This design comes from an exercise in tuning for small area, a short achievable clock period and few clock cycles on the open sky130 flow, not from production work. At most, simulation tests tie the RTL to the original design; equivalence was not proved. No functional check of the RTL was part of run 2. Power and IR drop assume default switching activity.

==> flow/design.v, too long to show whole: its modules and the start of the top module <==
// module mcv_sinc: 1288 lines
module mcv_sinc (
    input  wire        clk,
    input  wire        rst,
    input  wire        s_valid,
    output reg         s_ready,
    input  wire [1:0]  s_op,       
    input  wire [11:0] s_data,     
    output reg         o_valid,
    output reg  [15:0] o_filt,
    output reg         o_settled
);
  // ...
==> flow/flow/run.sh <==
#!/bin/bash
# The standard layout (standard.sh), with one change: the input and
# output ports are buffered with buf_2 rather than the cell buffer_ports
# picks by default. Everything else, synthesis included, is the standard flow.
set -euo pipefail
export BUFFER_PORTS_ARGS="-buffer_cell sky130_fd_sc_hd__buf_2"
bash standard.sh > standard.log 2>&1
==> flow/standard.sh <==
#!/bin/bash
# synth_recipe.tcl (not shown) runs the flow's synth.tcl, then flattens the netlist and writes it again
# the make line also repeats each setting of config.mk as NAME=value (left out here)
make -C /OpenROAD-flow-scripts/flow DESIGN_CONFIG=/design/flow/config.mk WORK_HOME=/design/flow/orfs CLKGATE_MAP_FILE= SYNTH_SCRIPT=/design/flow/synth_recipe.tcl "${@:-finish}"
==> flow/config.mk <==
export PLATFORM = sky130hd
export DESIGN_NAME = mcv_sinc
export DESIGN_NICKNAME = mcv_sinc
export VERILOG_FILES = /design/flow/design.v
export SDC_FILE = /design/flow/constraint.sdc
export NUM_CORES = 4
export LEC_CHECK = 0
export CAP_MARGIN = 20
export CORE_MARGIN = 2
export CORE_UTILIZATION = 60
export CTS_BUF_LIST = sky130_fd_sc_hd__clkbuf_16
export CTS_CLUSTER_DIAMETER = 80
export CTS_CLUSTER_SIZE = 25
export SLEW_MARGIN = 20
==> flow/constraint.sdc <==
create_clock -name core_clock -period 15.0 [get_ports {clk}]
set_input_delay 3.0000 -clock core_clock [delete_from_list [all_inputs] [get_ports {clk}]]
set_output_delay 3.0000 -clock core_clock [all_outputs]
set_load 0.01 [all_outputs]
==> run summary, run 1 <==
Routing
Using the TritonRoute via totals, the vias-per-cell ratio works out to 6.02. The count of unresolved DRC violations after routing is 0. The detailed-route wire length is 129,000 um. In the final routing, the length of wire on met1 measures 53,300 um.

In the detailed route, the total length drawn on met3 is 8450 um. The highest routing layer actually used is met5.

Power
Overall power consumption after layout is estimated at 0.00696 W. Of the total power, the share spent switching nets is 27.7%. The relative contribution of combinational cells to total power is 16.7%. For this design the static power due to leakage is 22.4 nW.

Combinational cells consume a total of 0.00117 W.

Global routing
Entering global routing, the biggest net connects 73 pins. The number of antenna violations at the first check in global routing is 2. The global-route congestion overflow total is 0. For met2 alone, demand over resource in global routing was 47.3%.

Floorplanning
The placeable core region is 0.0884 mm^2. The number of top-level design ports is 36. The number of well-tap cells placed is 1,165. The floorplan step set the die height to 303 um.

Logic synthesis
In this run, distinct cell masters in the synthesized netlist total 83. Yosys printed 2 warnings. In this run the mean area of a mapped cell was 10.6 um^2. The synthesized netlist devotes 6.11% of its cell area to XOR and XNOR gates. The count of mapped cells out of synthesis is 5,073. The synthesized netlist devotes 16.4% of its cell area to compound gates. The adder-cell area share of the yosys netlist is 14.1%.

The share of the synthesized area in the top cell type is 46.9%.

Placement
The placed instance count is 6,028.

Finish
The register with the most flip-flops is ring. The multi-input combinational cells in the finished layout cover a total of 0.0255 mm^2. The commonest non-fill, non-tap cell in the layout is sky130_fd_sc_hd__dfxtp_1. The layout-stage area growth over the synthesis result is 5.34%. 2 antenna diodes ended up in the layout.

Worst setup path
The cell type group with the largest total delay on the critical path is adder cells. STA puts the critical path data required time at 15.60 ns. Together, buffers and inverters on the worst path number 2.

Run
The number of maximum-capacitance constraint violations is 0.

Clock tree
The clock latency on the worst-skew pair is 0.66 ns. The number of clock sinks is 1,274. TritonCTS built the clock tree. The largest buffer count on any clock path is 3.

Status
The flow ran to the end and the layout has no timing, DRC or antenna violations.

Hold path
The cell depth of the worst min-delay path is 0. In this run the most critical hold path is launched from ring[54][4]$_DFF_P_.
Testbench counts, summed over its fixed seeds: cycles 12,952.
==> run 2: changes to the inputs <==
--- a/flow/design.v
+++ b/flow/design.v
@@ -194,16 +194,17 @@
     endfunction
     reg [11:0] ring [0:63];
     reg [5:0]  phase;      
     reg        clean;      
     reg [6:0]  cnt;        
     reg [1:0]  ord;        
     reg [3:0]  len;        
     reg [15:0] lenh;       
+    reg [15:0] lenhn;      
     reg [4:1]  tm;         
     reg        f13, f23, f3, f4;    
     reg        a_v;
     reg [1:0]  a_op;
     reg [11:0] a_x;
     always @(posedge clk) begin
         a_v  <= s_valid && s_ready && !rst;
         a_op <= s_op;
@@ -218,16 +219,17 @@
         if (rst) begin
             s_ready <= 1'b1;
             phase   <= 6'd0;
             clean   <= 1'b1;
             cnt     <= 7'd0;
             ord     <= 2'd0;
             len     <= 4'd0;
             lenh    <= 16'd1;
+            lenhn   <= ~16'd1;
             tm      <= 4'd0;
             f13     <= 1'b1;
             f23     <= 1'b0;
             f3      <= 1'b0;
             f4      <= 1'b0;
         end else begin
             s_ready <= (s_valid && s_ready && s_op != OP_NOP) || clean_n || (phase_n == 6'd63);
             phase   <= phase_n;
@@ -240,16 +242,17 @@
                 tm <= 4'd0;
             else if (acc_s)
                 tm <= tm | ({cnt == d4 - 7'd1, cnt == d3 - 7'd1, cnt == d2 - 7'd1, cnt == d1 - 7'd1}
                             & {f4, f3 | f4, !f13 | f3, 1'b1});
             if (acc && a_op == OP_CONFIG) begin
                 ord <= a_x[1:0];
                 len <= a_x[5:2];
                 lenh <= 16'd1 << a_x[5:2];
+                lenhn <= ~(16'd1 << a_x[5:2]);
                 f13 <= !a_x[0];
                 f23 <= a_x[1:0] == 2'd1 || a_x[1:0] == 2'd2;
                 f3  <= a_x[1:0] == 2'd2;
                 f4  <= a_x[1:0] == 2'd3;
             end
         end
     end
     wire [6:0] d1 = {3'd0, len} + 7'd1;
@@ -289,48 +292,48 @@
                     | ({12{lenh[8]}} & ring[17])
                     | ({12{lenh[9]}} & ring[19])
                     | ({12{lenh[10]}} & ring[21])
                     | ({12{lenh[11]}} & ring[23])
                     | ({12{lenh[12]}} & ring[25])
                     | ({12{lenh[13]}} & ring[27])
                     | ({12{lenh[14]}} & ring[29])
                     | ({12{lenh[15]}} & ring[31]);
-    wire [11:0] r3 = ({12{lenh[0]}} & ring[2])
-                    | ({12{lenh[1]}} & ring[5])
-                    | ({12{lenh[2]}} & ring[8])
-                    | ({12{lenh[3]}} & ring[11])
-                    | ({12{lenh[4]}} & ring[14])
-                    | ({12{lenh[5]}} & ring[17])
-                    | ({12{lenh[6]}} & ring[20])
-                    | ({12{lenh[7]}} & ring[23])
-                    | ({12{lenh[8]}} & ring[26])
-                    | ({12{lenh[9]}} & ring[29])
-                    | ({12{lenh[10]}} & ring[32])
-                    | ({12{lenh[11]}} & ring[35])
-                    | ({12{lenh[12]}} & ring[38])
-                    | ({12{lenh[13]}} & ring[41])
-                    | ({12{lenh[14]}} & ring[44])
-                    | ({12{lenh[15]}} & ring[47]);
-    wire [11:0] r4 = ({12{lenh[0]}} & ring[3])
-                    | ({12{lenh[1]}} & ring[7])
-                    | ({12{lenh[2]}} & ring[11])
-                    | ({12{lenh[3]}} & ring[15])
-                    | ({12{lenh[4]}} & ring[19])
-                    | ({12{lenh[5]}} & ring[23])
-                    | ({12{lenh[6]}} & ring[27])
-                    | ({12{lenh[7]}} & ring[31])
-                    | ({12{lenh[8]}} & ring[35])
-                    | ({12{lenh[9]}} & ring[39])
-                    | ({12{lenh[10]}} & ring[43])
-                    | ({12{lenh[11]}} & ring[47])
-                    | ({12{lenh[12]}} & ring[51])
-                    | ({12{lenh[13]}} & ring[55])
-                    | ({12{lenh[14]}} & ring[59])
-                    | ({12{lenh[15]}} & ring[63]);
+    wire [11:0] r3 = ({12{~lenhn[0]}} & ring[2])
+                    | ({12{~lenhn[1]}} & ring[5])
+                    | ({12{~lenhn[2]}} & ring[8])
+                    | ({12{~lenhn[3]}} & ring[11])
+                    | ({12{~lenhn[4]}} & ring[14])
+                    | ({12{~lenhn[5]}} & ring[17])
+                    | ({12{~lenhn[6]}} & ring[20])
+                    | ({12{~lenhn[7]}} & ring[23])
+                    | ({12{~lenhn[8]}} & ring[26])
+                    | ({12{~lenhn[9]}} & ring[29])
+                    | ({12{~lenhn[10]}} & ring[32])
+                    | ({12{~lenhn[11]}} & ring[35])
+                    | ({12{~lenhn[12]}} & ring[38])
+                    | ({12{~lenhn[13]}} & ring[41])
+                    | ({12{~lenhn[14]}} & ring[44])
+                    | ({12{~lenhn[15]}} & ring[47]);
+    wire [11:0] r4 = ({12{~lenhn[0]}} & ring[3])
+                    | ({12{~lenhn[1]}} & ring[7])
+                    | ({12{~lenhn[2]}} & ring[11])
+                    | ({12{~lenhn[3]}} & ring[15])
+                    | ({12{~lenhn[4]}} & ring[19])
+                    | ({12{~lenhn[5]}} & ring[23])
+                    | ({12{~lenhn[6]}} & ring[27])
+                    | ({12{~lenhn[7]}} & ring[31])
+                    | ({12{~lenhn[8]}} & ring[35])
+                    | ({12{~lenhn[9]}} & ring[39])
+                    | ({12{~lenhn[10]}} & ring[43])
+                    | ({12{~lenhn[11]}} & ring[47])
+                    | ({12{~lenhn[12]}} & ring[51])
+                    | ({12{~lenhn[13]}} & ring[55])
+                    | ({12{~lenhn[14]}} & ring[59])
+                    | ({12{~lenhn[15]}} & ring[63]);
     wire [11:0] t1 = {12{tm[1]}} & r1;
     wire [11:0] t2 = {12{tm[2]}} & r2;
     wire [11:0] t3 = {12{tm[3]}} & r3;
     wire [11:0] t4 = {12{tm[4]}} & r4;
     wire [6:0]  kd = (ord == 2'd0) ? d1 : (ord == 2'd1) ? d2 : (ord == 2'd2) ? d3 : d4;
     wire [14:0] a2a = ({15{!f4}} & {3'd0, t2}) | ({15{f4}} & {2'd0, t2, 1'b0});
     wire [14:0] a2b = ({15{f3}} & {2'd0, t2, 1'b0}) | ({15{f4}} & {1'd0, t2, 2'b00});
     wire [14:0] a1a = {15{f13}} & {3'd0, t1};
@@ -608,171 +611,173 @@
             assign pone[g] = b1 ^ b0;
             assign ptwo[g] = (b2 & ~b1 & ~b0) | (~b2 & b1 & b0);
         end
     endgenerate
     reg        s6_v, s6_set;
     reg [1:0]  s6_k;
     reg [3:0]  s6_d;
     reg [17:0] s6_hi;
+    reg [17:0] s6_hin;     
     reg [12:0] s6_lo;
     reg [9:0]  s6_pneg, s6_pone, s6_ptwo;    
     always @(posedge clk) begin
         s6_v   <= s5_v && !rst;
         s6_set <= s5_set;
         s6_k   <= s5_k;
         s6_d   <= s5_d;
         s6_hi  <= s_sh[17:0];
+        s6_hin <= ~s_sh[17:0];
         s6_lo  <= int4[12:0];
         s6_pneg <= pneg;
         s6_pone <= pone;
         s6_ptwo <= ptwo;
     end
     wire pq_1 = (((s6_pone[0] & s6_hi[14]) | (s6_ptwo[0] & s6_hi[13])) ^ s6_pneg[0]);
     wire pq_2 = (((s6_pone[1] & s6_hi[12]) | (s6_ptwo[1] & s6_hi[11])) ^ s6_pneg[1]);
     wire pq_3 = (((s6_pone[2] & s6_hi[10]) | (s6_ptwo[2] & s6_hi[9])) ^ s6_pneg[2]);
     wire pq_4 = (((s6_pone[3] & s6_hi[8]) | (s6_ptwo[3] & s6_hi[7])) ^ s6_pneg[3]);
     wire pq_5 = (((s6_pone[4] & s6_hi[6]) | (s6_ptwo[4] & s6_hi[5])) ^ s6_pneg[4]);
-    wire pq_6 = (((s6_pone[5] & s6_hi[4]) | (s6_ptwo[5] & s6_hi[3])) ^ s6_pneg[5]);
-    wire pq_7 = (((s6_pone[6] & s6_hi[2]) | (s6_ptwo[6] & s6_hi[1])) ^ s6_pneg[6]);
-    wire pq_8 = (((s6_pone[7] & s6_hi[0]) | (s6_ptwo[7] & 1'b0)) ^ s6_pneg[7]);
+    wire pq_6 = (((s6_pone[5] & ~s6_hin[4]) | (s6_ptwo[5] & ~s6_hin[3])) ^ s6_pneg[5]);
+    wire pq_7 = (((s6_pone[6] & ~s6_hin[2]) | (s6_ptwo[6] & ~s6_hin[1])) ^ s6_pneg[6]);
+    wire pq_8 = (((s6_pone[7] & ~s6_hin[0]) | (s6_ptwo[7] & 1'b0)) ^ s6_pneg[7]);
     wire pq_9 = (((s6_pone[0] & s6_hi[15]) | (s6_ptwo[0] & s6_hi[14])) ^ s6_pneg[0]);
     wire pq_10 = (((s6_pone[1] & s6_hi[13]) | (s6_ptwo[1] & s6_hi[12])) ^ s6_pneg[1]);
     wire pq_11 = (((s6_pone[2] & s6_hi[11]) | (s6_ptwo[2] & s6_hi[10])) ^ s6_pneg[2]);
     wire pq_12 = (((s6_pone[3] & s6_hi[9]) | (s6_ptwo[3] & s6_hi[8])) ^ s6_pneg[3]);
     wire pq_13 = (((s6_pone[4] & s6_hi[7]) | (s6_ptwo[4] & s6_hi[6])) ^ s6_pneg[4]);
-    wire pq_14 = (((s6_pone[5] & s6_hi[5]) | (s6_ptwo[5] & s6_hi[4])) ^ s6_pneg[5]);
-    wire pq_15 = (((s6_pone[6] & s6_hi[3]) | (s6_ptwo[6] & s6_hi[2])) ^ s6_pneg[6]);
-    wire pq_16 = (((s6_pone[7] & s6_hi[1]) | (s6_ptwo[7] & s6_hi[0])) ^ s6_pneg[7]);
+    wire pq_14 = (((s6_pone[5] & ~s6_hin[5]) | (s6_ptwo[5] & ~s6_hin[4])) ^ s6_pneg[5]);
+    wire pq_15 = (((s6_pone[6] & ~s6_hin[3]) | (s6_ptwo[6] & ~s6_hin[2])) ^ s6_pneg[6]);
+    wire pq_16 = (((s6_pone[7] & ~s6_hin[1]) | (s6_ptwo[7] & ~s6_hin[0])) ^ s6_pneg[7]);
     wire pq_17 = (((s6_pone[0] & s6_hi[16]) | (s6_ptwo[0] & s6_hi[15])) ^ s6_pneg[0]);
     wire pq_18 = (((s6_pone[1] & s6_hi[14]) | (s6_ptwo[1] & s6_hi[13])) ^ s6_pneg[1]);
     wire pq_19 = (((s6_pone[2] & s6_hi[12]) | (s6_ptwo[2] & s6_hi[11])) ^ s6_pneg[2]);
     wire pq_20 = (((s6_pone[3] & s6_hi[10]) | (s6_ptwo[3] & s6_hi[9])) ^ s6_pneg[3]);
     wire pq_21 = (((s6_pone[4] & s6_hi[8]) | (s6_ptwo[4] & s6_hi[7])) ^ s6_pneg[4]);
-    wire pq_22 = (((s6_pone[5] & s6_hi[6]) | (s6_ptwo[5] & s6_hi[5])) ^ s6_pneg[5]);
-    wire pq_23 = (((s6_pone[6] & s6_hi[4]) | (s6_ptwo[6] & s6_hi[3])) ^ s6_pneg[6]);
-    wire pq_24 = (((s6_pone[7] & s6_hi[2]) | (s6_ptwo[7] & s6_hi[1])) ^ s6_pneg[7]);
-    wire pq_25 = (((s6_pone[8] & s6_hi[0]) | (s6_ptwo[8] & 1'b0)) ^ s6_pneg[8]);
+    wire pq_22 = (((s6_pone[5] & ~s6_hin[6]) | (s6_ptwo[5] & ~s6_hin[5])) ^ s6_pneg[5]);
+    wire pq_23 = (((s6_pone[6] & ~s6_hin[4]) | (s6_ptwo[6] & ~s6_hin[3])) ^ s6_pneg[6]);
+    wire pq_24 = (((s6_pone[7] & ~s6_hin[2]) | (s6_ptwo[7] & ~s6_hin[1])) ^ s6_pneg[7]);
+    wire pq_25 = (((s6_pone[8] & ~s6_hin[0]) | (s6_ptwo[8] & 1'b0)) ^ s6_pneg[8]);
     wire pq_26 = (((s6_pone[0] & s6_hi[17]) | (s6_ptwo[0] & s6_hi[16])) ^ s6_pneg[0]);
     wire pq_27 = (((s6_pone[1] & s6_hi[15]) | (s6_ptwo[1] & s6_hi[14])) ^ s6_pneg[1]);
     wire pq_28 = (((s6_pone[2] & s6_hi[13]) | (s6_ptwo[2] & s6_hi[12])) ^ s6_pneg[2]);
     wire pq_29 = (((s6_pone[3] & s6_hi[11]) | (s6_ptwo[3] & s6_hi[10])) ^ s6_pneg[3]);
     wire pq_30 = (((s6_pone[4] & s6_hi[9]) | (s6_ptwo[4] & s6_hi[8])) ^ s6_pneg[4]);
-    wire pq_31 = (((s6_pone[5] & s6_hi[7]) | (s6_ptwo[5] & s6_hi[6])) ^ s6_pneg[5]);
-    wire pq_32 = (((s6_pone[6] & s6_hi[5]) | (s6_ptwo[6] & s6_hi[4])) ^ s6_pneg[6]);
-    wire pq_33 = (((s6_pone[7] & s6_hi[3]) | (s6_ptwo[7] & s6_hi[2])) ^ s6_pneg[7]);
-    wire pq_34 = (((s6_pone[8] & s6_hi[1]) | (s6_ptwo[8] & s6_hi[0])) ^ s6_pneg[8]);
+    wire pq_31 = (((s6_pone[5] & ~s6_hin[7]) | (s6_ptwo[5] & ~s6_hin[6])) ^ s6_pneg[5]);
+    wire pq_32 = (((s6_pone[6] & ~s6_hin[5]) | (s6_ptwo[6] & ~s6_hin[4])) ^ s6_pneg[6]);
+    wire pq_33 = (((s6_pone[7] & ~s6_hin[3]) | (s6_ptwo[7] & ~s6_hin[2])) ^ s6_pneg[7]);
+    wire pq_34 = (((s6_pone[8] & ~s6_hin[1]) | (s6_ptwo[8] & ~s6_hin[0])) ^ s6_pneg[8]);
     wire pq_35 = (((s6_pone[0] & 1'b0) | (s6_ptwo[0] & s6_hi[17])) ^ s6_pneg[0]);
     wire pq_36 = (((s6_pone[1] & s6_hi[16]) | (s6_ptwo[1] & s6_hi[15])) ^ s6_pneg[1]);
     wire pq_37 = (((s6_pone[2] & s6_hi[14]) | (s6_ptwo[2] & s6_hi[13])) ^ s6_pneg[2]);
     wire pq_38 = (((s6_pone[3] & s6_hi[12]) | (s6_ptwo[3] & s6_hi[11])) ^ s6_pneg[3]);
     wire pq_39 = (((s6_pone[4] & s6_hi[10]) | (s6_ptwo[4] & s6_hi[9])) ^ s6_pneg[4]);
-    wire pq_40 = (((s6_pone[5] & s6_hi[8]) | (s6_ptwo[5] & s6_hi[7])) ^ s6_pneg[5]);
-    wire pq_41 = (((s6_pone[6] & s6_hi[6]) | (s6_ptwo[6] & s6_hi[5])) ^ s6_pneg[6]);
-    wire pq_42 = (((s6_pone[7] & s6_hi[4]) | (s6_ptwo[7] & s6_hi[3])) ^ s6_pneg[7]);
-    wire pq_43 = (((s6_pone[8] & s6_hi[2]) | (s6_ptwo[8] & s6_hi[1])) ^ s6_pneg[8]);
-    wire pq_44 = (((s6_pone[9] & s6_hi[0]) | (s6_ptwo[9] & 1'b0)) ^ s6_pneg[9]);
+    wire pq_40 = (((s6_pone[5] & ~s6_hin[8]) | (s6_ptwo[5] & ~s6_hin[7])) ^ s6_pneg[5]);
+    wire pq_41 = (((s6_pone[6] & ~s6_hin[6]) | (s6_ptwo[6] & ~s6_hin[5])) ^ s6_pneg[6]);
+    wire pq_42 = (((s6_pone[7] & ~s6_hin[4]) | (s6_ptwo[7] & ~s6_hin[3])) ^ s6_pneg[7]);
+    wire pq_43 = (((s6_pone[8] & ~s6_hin[2]) | (s6_ptwo[8] & ~s6_hin[1])) ^ s6_pneg[8]);
+    wire pq_44 = (((s6_pone[9] & ~s6_hin[0]) | (s6_ptwo[9] & 1'b0)) ^ s6_pneg[9]);
     wire pq_45 = ~s6_pneg[0];
     wire pq_46 = (((s6_pone[1] & s6_hi[17]) | (s6_ptwo[1] & s6_hi[16])) ^ s6_pneg[1]);
     wire pq_47 = (((s6_pone[2] & s6_hi[15]) | (s6_ptwo[2] & s6_hi[14])) ^ s6_pneg[2]);
     wire pq_48 = (((s6_pone[3] & s6_hi[13]) | (s6_ptwo[3] & s6_hi[12])) ^ s6_pneg[3]);
     wire pq_49 = (((s6_pone[4] & s6_hi[11]) | (s6_ptwo[4] & s6_hi[10])) ^ s6_pneg[4]);
-    wire pq_50 = (((s6_pone[5] & s6_hi[9]) | (s6_ptwo[5] & s6_hi[8])) ^ s6_pneg[5]);
-    wire pq_51 = (((s6_pone[6] & s6_hi[7]) | (s6_ptwo[6] & s6_hi[6])) ^ s6_pneg[6]);
-    wire pq_52 = (((s6_pone[7] & s6_hi[5]) | (s6_ptwo[7] & s6_hi[4])) ^ s6_pneg[7]);
-    wire pq_53 = (((s6_pone[8] & s6_hi[3]) | (s6_ptwo[8] & s6_hi[2])) ^ s6_pneg[8]);
-    wire pq_54 = (((s6_pone[9] & s6_hi[1]) | (s6_ptwo[9] & s6_hi[0])) ^ s6_pneg[9]);
+    wire pq_50 = (((s6_pone[5] & ~s6_hin[9]) | (s6_ptwo[5] & ~s6_hin[8])) ^ s6_pneg[5]);
+    wire pq_51 = (((s6_pone[6] & ~s6_hin[7]) | (s6_ptwo[6] & ~s6_hin[6])) ^ s6_pneg[6]);
+    wire pq_52 = (((s6_pone[7] & ~s6_hin[5]) | (s6_ptwo[7] & ~s6_hin[4])) ^ s6_pneg[7]);
+    wire pq_53 = (((s6_pone[8] & ~s6_hin[3]) | (s6_ptwo[8] & ~s6_hin[2])) ^ s6_pneg[8]);
+    wire pq_54 = (((s6_pone[9] & ~s6_hin[1]) | (s6_ptwo[9] & ~s6_hin[0])) ^ s6_pneg[9]);
     wire pq_55 = (((s6_pone[1] & 1'b0) | (s6_ptwo[1] & s6_hi[17])) ^ s6_pneg[1]);
     wire pq_56 = (((s6_pone[2] & s6_hi[16]) | (s6_ptwo[2] & s6_hi[15])) ^ s6_pneg[2]);
     wire pq_57 = (((s6_pone[3] & s6_hi[14]) | (s6_ptwo[3] & s6_hi[13])) ^ s6_pneg[3]);
     wire pq_58 = (((s6_pone[4] & s6_hi[12]) | (s6_ptwo[4] & s6_hi[11])) ^ s6_pneg[4]);
-    wire pq_59 = (((s6_pone[5] & s6_hi[10]) | (s6_ptwo[5] & s6_hi[9])) ^ s6_pneg[5]);
-    wire pq_60 = (((s6_pone[6] & s6_hi[8]) | (s6_ptwo[6] & s6_hi[7])) ^ s6_pneg[6]);
-    wire pq_61 = (((s6_pone[7] & s6_hi[6]) | (s6_ptwo[7] & s6_hi[5])) ^ s6_pneg[7]);
-    wire pq_62 = (((s6_pone[8] & s6_hi[4]) | (s6_ptwo[8] & s6_hi[3])) ^ s6_pneg[8]);
-    wire pq_63 = (((s6_pone[9] & s6_hi[2]) | (s6_ptwo[9] & s6_hi[1])) ^ s6_pneg[9]);
+    wire pq_59 = (((s6_pone[5] & ~s6_hin[10]) | (s6_ptwo[5] & ~s6_hin[9])) ^ s6_pneg[5]);
+    wire pq_60 = (((s6_pone[6] & ~s6_hin[8]) | (s6_ptwo[6] & ~s6_hin[7])) ^ s6_pneg[6]);
+    wire pq_61 = (((s6_pone[7] & ~s6_hin[6]) | (s6_ptwo[7] & ~s6_hin[5])) ^ s6_pneg[7]);
+    wire pq_62 = (((s6_pone[8] & ~s6_hin[4]) | (s6_ptwo[8] & ~s6_hin[3])) ^ s6_pneg[8]);
+    wire pq_63 = (((s6_pone[9] & ~s6_hin[2]) | (s6_ptwo[9] & ~s6_hin[1])) ^ s6_pneg[9]);
     wire pq_64 = ~s6_pneg[1];
     wire pq_65 = (((s6_pone[2] & s6_hi[17]) | (s6_ptwo[2] & s6_hi[16])) ^ s6_pneg[2]);
     wire pq_66 = (((s6_pone[3] & s6_hi[15]) | (s6_ptwo[3] & s6_hi[14])) ^ s6_pneg[3]);
     wire pq_67 = (((s6_pone[4] & s6_hi[13]) | (s6_ptwo[4] & s6_hi[12])) ^ s6_pneg[4]);
-    wire pq_68 = (((s6_pone[5] & s6_hi[11]) | (s6_ptwo[5] & s6_hi[10])) ^ s6_pneg[5]);
-    wire pq_69 = (((s6_pone[6] & s6_hi[9]) | (s6_ptwo[6] & s6_hi[8])) ^ s6_pneg[6]);
-    wire pq_70 = (((s6_pone[7] & s6_hi[7]) | (s6_ptwo[7] & s6_hi[6])) ^ s6_pneg[7]);
-    wire pq_71 = (((s6_pone[8] & s6_hi[5]) | (s6_ptwo[8] & s6_hi[4])) ^ s6_pneg[8]);
-    wire pq_72 = (((s6_pone[9] & s6_hi[3]) | (s6_ptwo[9] & s6_hi[2])) ^ s6_pneg[9]);
+    wire pq_68 = (((s6_pone[5] & ~s6_hin[11]) | (s6_ptwo[5] & ~s6_hin[10])) ^ s6_pneg[5]);
+    wire pq_69 = (((s6_pone[6] & ~s6_hin[9]) | (s6_ptwo[6] & ~s6_hin[8])) ^ s6_pneg[6]);
+    wire pq_70 = (((s6_pone[7] & ~s6_hin[7]) | (s6_ptwo[7] & ~s6_hin[6])) ^ s6_pneg[7]);
+    wire pq_71 = (((s6_pone[8] & ~s6_hin[5]) | (s6_ptwo[8] & ~s6_hin[4])) ^ s6_pneg[8]);
+    wire pq_72 = (((s6_pone[9] & ~s6_hin[3]) | (s6_ptwo[9] & ~s6_hin[2])) ^ s6_pneg[9]);
     wire pq_73 = (((s6_pone[2] & 1'b0) | (s6_ptwo[2] & s6_hi[17])) ^ s6_pneg[2]);
     wire pq_74 = (((s6_pone[3] & s6_hi[16]) | (s6_ptwo[3] & s6_hi[15])) ^ s6_pneg[3]);
     wire pq_75 = (((s6_pone[4] & s6_hi[14]) | (s6_ptwo[4] & s6_hi[13])) ^ s6_pneg[4]);
-    wire pq_76 = (((s6_pone[5] & s6_hi[12]) | (s6_ptwo[5] & s6_hi[11])) ^ s6_pneg[5]);
-    wire pq_77 = (((s6_pone[6] & s6_hi[10]) | (s6_ptwo[6] & s6_hi[9])) ^ s6_pneg[6]);
-    wire pq_78 = (((s6_pone[7] & s6_hi[8]) | (s6_ptwo[7] & s6_hi[7])) ^ s6_pneg[7]);
-    wire pq_79 = (((s6_pone[8] & s6_hi[6]) | (s6_ptwo[8] & s6_hi[5])) ^ s6_pneg[8]);
-    wire pq_80 = (((s6_pone[9] & s6_hi[4]) | (s6_ptwo[9] & s6_hi[3])) ^ s6_pneg[9]);
+    wire pq_76 = (((s6_pone[5] & ~s6_hin[12]) | (s6_ptwo[5] & ~s6_hin[11])) ^ s6_pneg[5]);
+    wire pq_77 = (((s6_pone[6] & ~s6_hin[10]) | (s6_ptwo[6] & ~s6_hin[9])) ^ s6_pneg[6]);
+    wire pq_78 = (((s6_pone[7] & ~s6_hin[8]) | (s6_ptwo[7] & ~s6_hin[7])) ^ s6_pneg[7]);
+    wire pq_79 = (((s6_pone[8] & ~s6_hin[6]) | (s6_ptwo[8] & ~s6_hin[5])) ^ s6_pneg[8]);
+    wire pq_80 = (((s6_pone[9] & ~s6_hin[4]) | (s6_ptwo[9] & ~s6_hin[3])) ^ s6_pneg[9]);
     wire pq_81 = ~s6_pneg[2];
     wire pq_82 = (((s6_pone[3] & s6_hi[17]) | (s6_ptwo[3] & s6_hi[16])) ^ s6_pneg[3]);
     wire pq_83 = (((s6_pone[4] & s6_hi[15]) | (s6_ptwo[4] & s6_hi[14])) ^ s6_pneg[4]);
-    wire pq_84 = (((s6_pone[5] & s6_hi[13]) | (s6_ptwo[5] & s6_hi[12])) ^ s6_pneg[5]);
-    wire pq_85 = (((s6_pone[6] & s6_hi[11]) | (s6_ptwo[6] & s6_hi[10])) ^ s6_pneg[6]);
-    wire pq_86 = (((s6_pone[7] & s6_hi[9]) | (s6_ptwo[7] & s6_hi[8])) ^ s6_pneg[7]);
-    wire pq_87 = (((s6_pone[8] & s6_hi[7]) | (s6_ptwo[8] & s6_hi[6])) ^ s6_pneg[8]);
-    wire pq_88 = (((s6_pone[9] & s6_hi[5]) | (s6_ptwo[9] & s6_hi[4])) ^ s6_pneg[9]);
+    wire pq_84 = (((s6_pone[5] & ~s6_hin[13]) | (s6_ptwo[5] & ~s6_hin[12])) ^ s6_pneg[5]);
+    wire pq_85 = (((s6_pone[6] & ~s6_hin[11]) | (s6_ptwo[6] & ~s6_hin[10])) ^ s6_pneg[6]);
+    wire pq_86 = (((s6_pone[7] & ~s6_hin[9]) | (s6_ptwo[7] & ~s6_hin[8])) ^ s6_pneg[7]);
+    wire pq_87 = (((s6_pone[8] & ~s6_hin[7]) | (s6_ptwo[8] & ~s6_hin[6])) ^ s6_pneg[8]);
+    wire pq_88 = (((s6_pone[9] & ~s6_hin[5]) | (s6_ptwo[9] & ~s6_hin[4])) ^ s6_pneg[9]);
     wire pq_89 = (((s6_pone[3] & 1'b0) | (s6_ptwo[3] & s6_hi[17])) ^ s6_pneg[3]);
     wire pq_90 = (((s6_pone[4] & s6_hi[16]) | (s6_ptwo[4] & s6_hi[15])) ^ s6_pneg[4]);
-    wire pq_91 = (((s6_pone[5] & s6_hi[14]) | (s6_ptwo[5] & s6_hi[13])) ^ s6_pneg[5]);
-    wire pq_92 = (((s6_pone[6] & s6_hi[12]) | (s6_ptwo[6] & s6_hi[11])) ^ s6_pneg[6]);
-    wire pq_93 = (((s6_pone[7] & s6_hi[10]) | (s6_ptwo[7] & s6_hi[9])) ^ s6_pneg[7]);
-    wire pq_94 = (((s6_pone[8] & s6_hi[8]) | (s6_ptwo[8] & s6_hi[7])) ^ s6_pneg[8]);
-    wire pq_95 = (((s6_pone[9] & s6_hi[6]) | (s6_ptwo[9] & s6_hi[5])) ^ s6_pneg[9]);
+    wire pq_91 = (((s6_pone[5] & ~s6_hin[14]) | (s6_ptwo[5] & ~s6_hin[13])) ^ s6_pneg[5]);
+    wire pq_92 = (((s6_pone[6] & ~s6_hin[12]) | (s6_ptwo[6] & ~s6_hin[11])) ^ s6_pneg[6]);
+    wire pq_93 = (((s6_pone[7] & ~s6_hin[10]) | (s6_ptwo[7] & ~s6_hin[9])) ^ s6_pneg[7]);
+    wire pq_94 = (((s6_pone[8] & ~s6_hin[8]) | (s6_ptwo[8] & ~s6_hin[7])) ^ s6_pneg[8]);
+    wire pq_95 = (((s6_pone[9] & ~s6_hin[6]) | (s6_ptwo[9] & ~s6_hin[5])) ^ s6_pneg[9]);
     wire pq_96 = ~s6_pneg[3];
     wire pq_97 = (((s6_pone[4] & s6_hi[17]) | (s6_ptwo[4] & s6_hi[16])) ^ s6_pneg[4]);
-    wire pq_98 = (((s6_pone[5] & s6_hi[15]) | (s6_ptwo[5] & s6_hi[14])) ^ s6_pneg[5]);
-    wire pq_99 = (((s6_pone[6] & s6_hi[13]) | (s6_ptwo[6] & s6_hi[12])) ^ s6_pneg[6]);
-    wire pq_100 = (((s6_pone[7] & s6_hi[11]) | (s6_ptwo[7] & s6_hi[10])) ^ s6_pneg[7]);
-    wire pq_101 = (((s6_pone[8] & s6_hi[9]) | (s6_ptwo[8] & s6_hi[8])) ^ s6_pneg[8]);
-    wire pq_102 = (((s6_pone[9] & s6_hi[7]) | (s6_ptwo[9] & s6_hi[6])) ^ s6_pneg[9]);
+    wire pq_98 = (((s6_pone[5] & ~s6_hin[15]) | (s6_ptwo[5] & ~s6_hin[14])) ^ s6_pneg[5]);
+    wire pq_99 = (((s6_pone[6] & ~s6_hin[13]) | (s6_ptwo[6] & ~s6_hin[12])) ^ s6_pneg[6]);
+    wire pq_100 = (((s6_pone[7] & ~s6_hin[11]) | (s6_ptwo[7] & ~s6_hin[10])) ^ s6_pneg[7]);
+    wire pq_101 = (((s6_pone[8] & ~s6_hin[9]) | (s6_ptwo[8] & ~s6_hin[8])) ^ s6_pneg[8]);
+    wire pq_102 = (((s6_pone[9] & ~s6_hin[7]) | (s6_ptwo[9] & ~s6_hin[6])) ^ s6_pneg[9]);
     wire pq_103 = (((s6_pone[4] & 1'b0) | (s6_ptwo[4] & s6_hi[17])) ^ s6_pneg[4]);
-    wire pq_104 = (((s6_pone[5] & s6_hi[16]) | (s6_ptwo[5] & s6_hi[15])) ^ s6_pneg[5]);
-    wire pq_105 = (((s6_pone[6] & s6_hi[14]) | (s6_ptwo[6] & s6_hi[13])) ^ s6_pneg[6]);
-    wire pq_106 = (((s6_pone[7] & s6_hi[12]) | (s6_ptwo[7] & s6_hi[11])) ^ s6_pneg[7]);
-    wire pq_107 = (((s6_pone[8] & s6_hi[10]) | (s6_ptwo[8] & s6_hi[9])) ^ s6_pneg[8]);
-    wire pq_108 = (((s6_pone[9] & s6_hi[8]) | (s6_ptwo[9] & s6_hi[7])) ^ s6_pneg[9]);
+    wire pq_104 = (((s6_pone[5] & ~s6_hin[16]) | (s6_ptwo[5] & ~s6_hin[15])) ^ s6_pneg[5]);
+    wire pq_105 = (((s6_pone[6] & ~s6_hin[14]) | (s6_ptwo[6] & ~s6_hin[13])) ^ s6_pneg[6]);
+    wire pq_106 = (((s6_pone[7] & ~s6_hin[12]) | (s6_ptwo[7] & ~s6_hin[11])) ^ s6_pneg[7]);
+    wire pq_107 = (((s6_pone[8] & ~s6_hin[10]) | (s6_ptwo[8] & ~s6_hin[9])) ^ s6_pneg[8]);
+    wire pq_108 = (((s6_pone[9] & ~s6_hin[8]) | (s6_ptwo[9] & ~s6_hin[7])) ^ s6_pneg[9]);
     wire pq_109 = ~s6_pneg[4];
-    wire pq_110 = (((s6_pone[5] & s6_hi[17]) | (s6_ptwo[5] & s6_hi[16])) ^ s6_pneg[5]);
-    wire pq_111 = (((s6_pone[6] & s6_hi[15]) | (s6_ptwo[6] & s6_hi[14])) ^ s6_pneg[6]);
-    wire pq_112 = (((s6_pone[7] & s6_hi[13]) | (s6_ptwo[7] & s6_hi[12])) ^ s6_pneg[7]);
-    wire pq_113 = (((s6_pone[8] & s6_hi[11]) | (s6_ptwo[8] & s6_hi[10])) ^ s6_pneg[8]);
-    wire pq_114 = (((s6_pone[9] & s6_hi[9]) | (s6_ptwo[9] & s6_hi[8])) ^ s6_pneg[9]);
-    wire pq_115 = (((s6_pone[5] & 1'b0) | (s6_ptwo[5] & s6_hi[17])) ^ s6_pneg[5]);
-    wire pq_116 = (((s6_pone[6] & s6_hi[16]) | (s6_ptwo[6] & s6_hi[15])) ^ s6_pneg[6]);
-    wire pq_117 = (((s6_pone[7] & s6_hi[14]) | (s6_ptwo[7] & s6_hi[13])) ^ s6_pneg[7]);
-    wire pq_118 = (((s6_pone[8] & s6_hi[12]) | (s6_ptwo[8] & s6_hi[11])) ^ s6_pneg[8]);
-    wire pq_119 = (((s6_pone[9] & s6_hi[10]) | (s6_ptwo[9] & s6_hi[9])) ^ s6_pneg[9]);
+    wire pq_110 = (((s6_pone[5] & ~s6_hin[17]) | (s6_ptwo[5] & ~s6_hin[16])) ^ s6_pneg[5]);
+    wire pq_111 = (((s6_pone[6] & ~s6_hin[15]) | (s6_ptwo[6] & ~s6_hin[14])) ^ s6_pneg[6]);
+    wire pq_112 = (((s6_pone[7] & ~s6_hin[13]) | (s6_ptwo[7] & ~s6_hin[12])) ^ s6_pneg[7]);
+    wire pq_113 = (((s6_pone[8] & ~s6_hin[11]) | (s6_ptwo[8] & ~s6_hin[10])) ^ s6_pneg[8]);
+    wire pq_114 = (((s6_pone[9] & ~s6_hin[9]) | (s6_ptwo[9] & ~s6_hin[8])) ^ s6_pneg[9]);
+    wire pq_115 = (((s6_pone[5] & 1'b0) | (s6_ptwo[5] & ~s6_hin[17])) ^ s6_pneg[5]);
+    wire pq_116 = (((s6_pone[6] & ~s6_hin[16]) | (s6_ptwo[6] & ~s6_hin[15])) ^ s6_pneg[6]);
+    wire pq_117 = (((s6_pone[7] & ~s6_hin[14]) | (s6_ptwo[7] & ~s6_hin[13])) ^ s6_pneg[7]);
+    wire pq_118 = (((s6_pone[8] & ~s6_hin[12]) | (s6_ptwo[8] & ~s6_hin[11])) ^ s6_pneg[8]);
+    wire pq_119 = (((s6_pone[9] & ~s6_hin[10]) | (s6_ptwo[9] & ~s6_hin[9])) ^ s6_pneg[9]);
     wire pq_120 = ~s6_pneg[5];
-    wire pq_121 = (((s6_pone[6] & s6_hi[17]) | (s6_ptwo[6] & s6_hi[16])) ^ s6_pneg[6]);
-    wire pq_122 = (((s6_pone[7] & s6_hi[15]) | (s6_ptwo[7] & s6_hi[14])) ^ s6_pneg[7]);
-    wire pq_123 = (((s6_pone[8] & s6_hi[13]) | (s6_ptwo[8] & s6_hi[12])) ^ s6_pneg[8]);
-    wire pq_124 = (((s6_pone[9] & s6_hi[11]) | (s6_ptwo[9] & s6_hi[10])) ^ s6_pneg[9]);
-    wire pq_125 = (((s6_pone[6] & 1'b0) | (s6_ptwo[6] & s6_hi[17])) ^ s6_pneg[6]);
-    wire pq_126 = (((s6_pone[7] & s6_hi[16]) | (s6_ptwo[7] & s6_hi[15])) ^ s6_pneg[7]);
-    wire pq_127 = (((s6_pone[8] & s6_hi[14]) | (s6_ptwo[8] & s6_hi[13])) ^ s6_pneg[8]);
-    wire pq_128 = (((s6_pone[9] & s6_hi[12]) | (s6_ptwo[9] & s6_hi[11])) ^ s6_pneg[9]);
+    wire pq_121 = (((s6_pone[6] & ~s6_hin[17]) | (s6_ptwo[6] & ~s6_hin[16])) ^ s6_pneg[6]);
+    wire pq_122 = (((s6_pone[7] & ~s6_hin[15]) | (s6_ptwo[7] & ~s6_hin[14])) ^ s6_pneg[7]);
+    wire pq_123 = (((s6_pone[8] & ~s6_hin[13]) | (s6_ptwo[8] & ~s6_hin[12])) ^ s6_pneg[8]);
+    wire pq_124 = (((s6_pone[9] & ~s6_hin[11]) | (s6_ptwo[9] & ~s6_hin[10])) ^ s6_pneg[9]);
+    wire pq_125 = (((s6_pone[6] & 1'b0) | (s6_ptwo[6] & ~s6_hin[17])) ^ s6_pneg[6]);
+    wire pq_126 = (((s6_pone[7] & ~s6_hin[16]) | (s6_ptwo[7] & ~s6_hin[15])) ^ s6_pneg[7]);
+    wire pq_127 = (((s6_pone[8] & ~s6_hin[14]) | (s6_ptwo[8] & ~s6_hin[13])) ^ s6_pneg[8]);
+    wire pq_128 = (((s6_pone[9] & ~s6_hin[12]) | (s6_ptwo[9] & ~s6_hin[11])) ^ s6_pneg[9]);
     wire pq_129 = ~s6_pneg[6];
-    wire pq_130 = (((s6_pone[7] & s6_hi[17]) | (s6_ptwo[7] & s6_hi[16])) ^ s6_pneg[7]);
-    wire pq_131 = (((s6_pone[8] & s6_hi[15]) | (s6_ptwo[8] & s6_hi[14])) ^ s6_pneg[8]);
-    wire pq_132 = (((s6_pone[9] & s6_hi[13]) | (s6_ptwo[9] & s6_hi[12])) ^ s6_pneg[9]);
-    wire pq_133 = (((s6_pone[7] & 1'b0) | (s6_ptwo[7] & s6_hi[17])) ^ s6_pneg[7]);
-    wire pq_134 = (((s6_pone[8] & s6_hi[16]) | (s6_ptwo[8] & s6_hi[15])) ^ s6_pneg[8]);
-    wire pq_135 = (((s6_pone[9] & s6_hi[14]) | (s6_ptwo[9] & s6_hi[13])) ^ s6_pneg[9]);
+    wire pq_130 = (((s6_pone[7] & ~s6_hin[17]) | (s6_ptwo[7] & ~s6_hin[16])) ^ s6_pneg[7]);
+    wire pq_131 = (((s6_pone[8] & ~s6_hin[15]) | (s6_ptwo[8] & ~s6_hin[14])) ^ s6_pneg[8]);
+    wire pq_132 = (((s6_pone[9] & ~s6_hin[13]) | (s6_ptwo[9] & ~s6_hin[12])) ^ s6_pneg[9]);
+    wire pq_133 = (((s6_pone[7] & 1'b0) | (s6_ptwo[7] & ~s6_hin[17])) ^ s6_pneg[7]);
+    wire pq_134 = (((s6_pone[8] & ~s6_hin[16]) | (s6_ptwo[8] & ~s6_hin[15])) ^ s6_pneg[8]);
+    wire pq_135 = (((s6_pone[9] & ~s6_hin[14]) | (s6_ptwo[9] & ~s6_hin[13])) ^ s6_pneg[9]);
     wire pq_136 = ~s6_pneg[7];
-    wire pq_137 = (((s6_pone[8] & s6_hi[17]) | (s6_ptwo[8] & s6_hi[16])) ^ s6_pneg[8]);
-    wire pq_138 = (((s6_pone[9] & s6_hi[15]) | (s6_ptwo[9] & s6_hi[14])) ^ s6_pneg[9]);
-    wire pq_139 = (((s6_pone[8] & 1'b0) | (s6_ptwo[8] & s6_hi[17])) ^ s6_pneg[8]);
-    wire pq_140 = (((s6_pone[9] & s6_hi[16]) | (s6_ptwo[9] & s6_hi[15])) ^ s6_pneg[9]);
+    wire pq_137 = (((s6_pone[8] & ~s6_hin[17]) | (s6_ptwo[8] & ~s6_hin[16])) ^ s6_pneg[8]);
+    wire pq_138 = (((s6_pone[9] & ~s6_hin[15]) | (s6_ptwo[9] & ~s6_hin[14])) ^ s6_pneg[9]);
+    wire pq_139 = (((s6_pone[8] & 1'b0) | (s6_ptwo[8] & ~s6_hin[17])) ^ s6_pneg[8]);
+    wire pq_140 = (((s6_pone[9] & ~s6_hin[16]) | (s6_ptwo[9] & ~s6_hin[15])) ^ s6_pneg[9]);
     wire pq_141 = ~s6_pneg[8];
-    wire pq_142 = (((s6_pone[9] & s6_hi[17]) | (s6_ptwo[9] & s6_hi[16])) ^ s6_pneg[9]);
+    wire pq_142 = (((s6_pone[9] & ~s6_hin[17]) | (s6_ptwo[9] & ~s6_hin[16])) ^ s6_pneg[9]);
     wire pq_143 = pq_17 ^ pq_18;
     wire pq_144 = pq_17 & pq_18;
     wire pq_145 = pq_26 ^ pq_27;
     wire pq_146 = pq_26 & pq_27;
     wire pq_147 = pq_35 ^ pq_36 ^ pq_37;
     wire pq_148 = (pq_35 & pq_36) | (pq_35 & pq_37) | (pq_36 & pq_37);
     wire pq_149 = pq_38 ^ pq_39;
     wire pq_150 = pq_38 & pq_39;
==> run summary, run 2 <==
Timing
In this run the tightest slew margin relative to its limit is 23.2%. Summed over all failing endpoints, the final setup total negative slack is 0 ns. For the pin with the worst max-slew slack, the measured transition is 1.14 ns. The final critical path takes up 29.8% of the cycle. Once routing completed, OpenROAD measured the worst setup slack at 10.53 ns.

The highest attainable clock frequency is 224 MHz. The number of hold-slack violations in the final timing report is 0. The final setup violation count is 0. Counting I/O delays and the setup requirement, the final critical path takes 4.47 ns. Setup repair after global routing left no endpoint under its margin.

On the final layout, the worst clock skew is 0.0322 ns. The count of final max-slew check failures was 0.

Logic synthesis
The area of the mapped netlist is 0.0541 mm^2. The number of distinct library cells after synthesis is 78 (-6.0%). Summing the areas of all and, or, nand and nor instances in the mapped netlist gives 8.90% of the synthesized area. The adder-cell area share of the yosys netlist is 14.0% (-0.14 points). The average cell area after synthesis was 10.6 um^2 (about the same).

Counting every net in the synthesized netlist gives 5,606. Summing the sequential cell areas from Yosys gives 48.6% of the chip area. The most frequently used flop master after synthesis is sky130_fd_sc_hd__dfxtp_1. The count of synthesis-stage warnings from yosys came to 2 (unchanged). The fraction of synthesized cell area in xor and xnor cells is 6.18% (+0.069 points).

Counting instances in the post-synthesis netlist gives the leading cell types as sky130_fd_sc_hd__dfxtp_1, sky130_fd_sc_hd__inv_1, sky130_fd_sc_hd__a22oi_1. The share of the synthesized area in the top cell type came to 47.5% (+0.61 points). The synthesized-area fraction occupied by ao, oa, aoi and oai cells is 16.3% (-0.094 points). The multiplexer share of the synthesized area is 1.45%. The number of enable-type register cells in the synthesized netlist is 19. The proportion of register bits with asynchronous set or reset after synthesis is 0%. The count of mapped cells out of synthesis is 5,127 (+1.1%).

The synthesized design spends more area on one cell type than any other, namely sky130_fd_sc_hd__dfxtp_1. The most numerous cell in the Yosys netlist is sky130_fd_sc_hd__dfxtp_1. Yosys attributes the largest share of cell area to sky130_fd_sc_hd__dfxtp_1, sky130_fd_sc_hd__fa_1, sky130_fd_sc_hd__ha_1, sky130_fd_sc_hd__xnor2_1, sky130_fd_sc_hd__a22oi_1. The largest family of logic cells by synthesized area is compound AO/OA/AOI/OAI gates. After synthesis the netlist holds a flip-flop and latch count of 1,303.

Clock tree
After clock tree synthesis, the repair step resized 0 gates. The number of clock sinks is 1,303 (+2.3%). The H-tree was split into 3 levels. The clock-pin slew on the worst setup and hold paths is 0.10 ns. The number of hold buffers added after CTS was 0. The tree is rooted in a sky130_fd_sc_hd__clkbuf_16. The clock latency on the worst-skew pair is 0.67 ns (about the same). TritonCTS built the clock tree. The number of setup buffers added after CTS is 0. The largest buffer count on any clock path was 3 (unchanged). The number of buffers created by CTS is 67.

Placement
Once placement finished, the instance area stood at 0.0551 mm^2. The post-detailed-placement half-perimeter wirelength is 95,500 um. Before CTS, the worst setup slack after placement is 10.41 ns. The count of buffers inserted at the top-level ports is 35.

The congestion estimate from routability-driven global placement came to 0.921.

Routing
The starting DRC count in detailed routing is 4,100. After detailed routing, the average wire length per cell comes to 21.8 um. The detailed-route wire length is 135,000 um (+4.3%). The remaining number of nets flagged by the antenna check after routing is 0. The count of unresolved DRC violations after routing is 0 (unchanged). Before antenna repair, the detailed router went through 8 iterations. The final route contains 37.4k vias. The number of vias per cell is 6.04 (+0.37%).

Floorplanning
The placement row count is 110. The placeable core region is 0.0897 mm^2 (+1.5%). The overall die width is 304 um. The die outline height is 304 um (+0.49%). The number of top-level design ports is 36 (unchanged). The die covers 0.0926 mm^2. The initial utilization of the core area, before any placement, comes to 60.3%.

Global routing
The first global-routing pass estimated 210,000 um of wire. The number of antenna violations at the first check in global routing was 0 (-2). The maximum number of pins on one net before global-route repair came to 73 (unchanged). The global-route congestion overflow total is 0 (unchanged).

The combined global-route utilization of all metal layers is 28.8%. The number of global-route vias before repair is 36.4k.

Power
VDD sags by at most 0.139 mV. Sequential cells burn 56.3% of the power. The static power due to leakage was 23.2 nW (+3.7%). For this design the total switching power over the nets is 0.00193 W. Internal power comes to 0.00511 W. The total power of the final layout came to 0.00703 W (+1.1%). In this run, the clock network consumes 28.4% of the power. The switching power as a share of total power was 27.4% (-0.35 points).

The relative contribution of combinational cells to total power was 15.3% (-1.4 points). The power density relative to cell area is 123 mW/mm^2.

Finish
The register with the most flip-flops in the final layout is ring. The library cell used most frequently in the layout, excluding fill and tap cells, is sky130_fd_sc_hd__dfxtp_1. The area growth from synthesis to layout is 5.51%. In the final layout, the registers with the most flip-flops are ring: 768 flops, int4: 28 flops, int3: 25 flops. The share of final-layout standard cells stronger than drive strength 1 is 4.38%. The number of fill cells is 7,371. The top cell types in the final layout, fill and taps aside, are sky130_fd_sc_hd__dfxtp_1, sky130_fd_sc_hd__inv_1, sky130_fd_sc_hd__a22oi_1, sky130_fd_sc_hd__nand2_1, sky130_fd_sc_hd__fa_1. The number of nets in the layout is 5,476. The cell area after layout is 0.0571 mm^2.

The number of antenna cells inserted is 0 (-2). The register with the most flip-flops in the layout has 768 of them.

Worst setup path
The critical path starts at lenhn[7]$_SDFFE_PP1P_. The highest-delay cell along the critical path is sky130_fd_sc_hd__o41ai_1. The category of the worst setup path launch point is a flop. The required time reported for the critical path endpoint is 15.55 ns (-0.05 ns). The start-to-end type of the worst setup path is reg -> reg. The number of buffer and inverter instances along the worst setup path is 3 (+1). The startpoint identified for the worst register-to-register timing path is lenhn[7]$_SDFFE_PP1P_. The arrival time of the worst setup path is 5.03 ns. The cell type group with the largest total delay on the critical path is adder cells.

The capturing element type of the critical path is a flop. In this run the worst path has a maximum fanout of 14. The critical path goes through inv_1 > buf_4 > a22o_1 > a221oi_1 > nand3_1 > o41ai_1 > fa_1 > inv_1 > fa_1 > fa_1 > fa_1. For this run, the slowest stage of the critical path takes 0.71 ns. The most prevalent standard cell on the critical path is sky130_fd_sc_hd__fa_1.

Hold path
The path class of the tightest hold or removal check is reg -> reg. In this run the most critical hold path is launched from ring[28][7]$_DFF_P_.

Status
The flow ran to the end and the layout has no timing, DRC or antenna violations.

Run
The number of maximum-capacitance constraint violations is 0 (unchanged).
## run 2: changes by cell type in the layout (fill, tap and decap cells not counted), sizes merged, moves of 16 or more
cell	change
nand3	-17
o22ai	+63
a22oi	-176
xnor2	+29
xor2	-21
dfxtp	+29
a22o	+69
a221oi	+16
a21oi	+24
inv	+27
nand2b	+20
## run 2: worst paths after layout
kind	slack, ns	depth (start not counted)	endpoint
max	10.53	11	s1_r0[8]$_DFF_P_
min	0.31	0	ring[29][7]$_DFF_P_
max reg2reg	10.53	11	s1_r0[8]$_DFF_P_
min reg2reg	0.31	0	ring[29][7]$_DFF_P_
## run 2: power groups by stage
stage / Sequential, W / Clock (W) / Combinational (W)
3_3_place_gp: 0.00404 / 0 / 0.00106
2_1_floorplan: 0.00392 / 0 / 0.000859
6_report: 0.00396 / 0.00200 / 0.00107
5_1_grt: 0.00399 / 0.00216 / 0.00125
3_5_place_dp: 0.00404 / 0 / 0.00109
4_1_cts: 0.00396 / 0.00205 / 0.00110
## run 2: metrics by stage
step	cells	hold slack (ns)	util [%]
finish	6196	0.313	63.6
global route	6196	0.321	63.6
CTS	6195	0.313	63.6
detailed placement	6103	0.312	61.4
global placement	6103	0.309	61.4
floorplan	5127	0.310	-
## run 2: layer usage
metal,track usage (%),wire [um],vias up,part of all wire [%]
li1,-,-,17400,-
met1,37.2,55900,17900,41
met2,48.1,63500,1690,47
met3,4.44,9610,417,7.1
met4,12.5,5940,0,4.4
met5,0,0,-,0
## run 2: layout make-up
type	count	area [um^2]	area share, %
clock buffers	71	1780	3.11
flip-flops and latches	1303	26300	46.0
multi-input cells	3166	25400	44.4
well taps	1176	1470	2.58
clock inverters	21	208	0.364
repair buffers	93	618	1.08
inverters	366	1370	2.41
## run 2: kinds of logic after synthesis
| group | count (synthesis) |
|---|---|
| DFF | 1303 |
| AOI/OAI and AO/OA | 1258 |
| and+or+nand+nor | 995 |
| buffers and inverters | 658 |
| adders and majority gates | 462 |
| xor gates and xnor gates | 382 |
| muxes | 68 |
| other | 1 |

==> afterwards: timing with drivers on the ports <==
No port has a modelled driver above. Below, the same layouts with a new extraction and two added sets of constraints.
Step 1 (the two cells are an assumption about what drives the block):
set clk [get_ports {clk}]
set_driving_cell -lib_cell sky130_fd_sc_hd__clkbuf_16 $clk
set_driving_cell -lib_cell sky130_fd_sc_hd__buf_2 [delete_from_list [all_inputs] $clk]
Step 2 adds t to the input delays and takes it off the output delays; t is the mean of the earliest and latest rising clock arrival at the registers after step 1. Input paths then give back, and output paths get back, about the clock's delay inside the block.
Three values: ideal ports, drivers, drivers and shift; two values: the first two.
| run | t (ns) | setup WS [ns] | worst setup path at the end | clock arrival spread, ns | worst register clock-pin slew, ns |
|---|---|---|---|---|---|
| run 1 | 0.717 | 10.614 / 10.614 / 10.557 | input to register | 0.033 / 0.034 | 0.10 / 0.10 |
| run 2 | 0.724 | 10.527 / 10.527 / 10.430 | input to register | 0.038 / 0.039 | 0.10 / 0.10 |
After both steps every run listed still meets setup and hold. The setup slack of run 2, which loses most, moves by 0.000 ns with the drivers and by -0.097 ns with both steps.
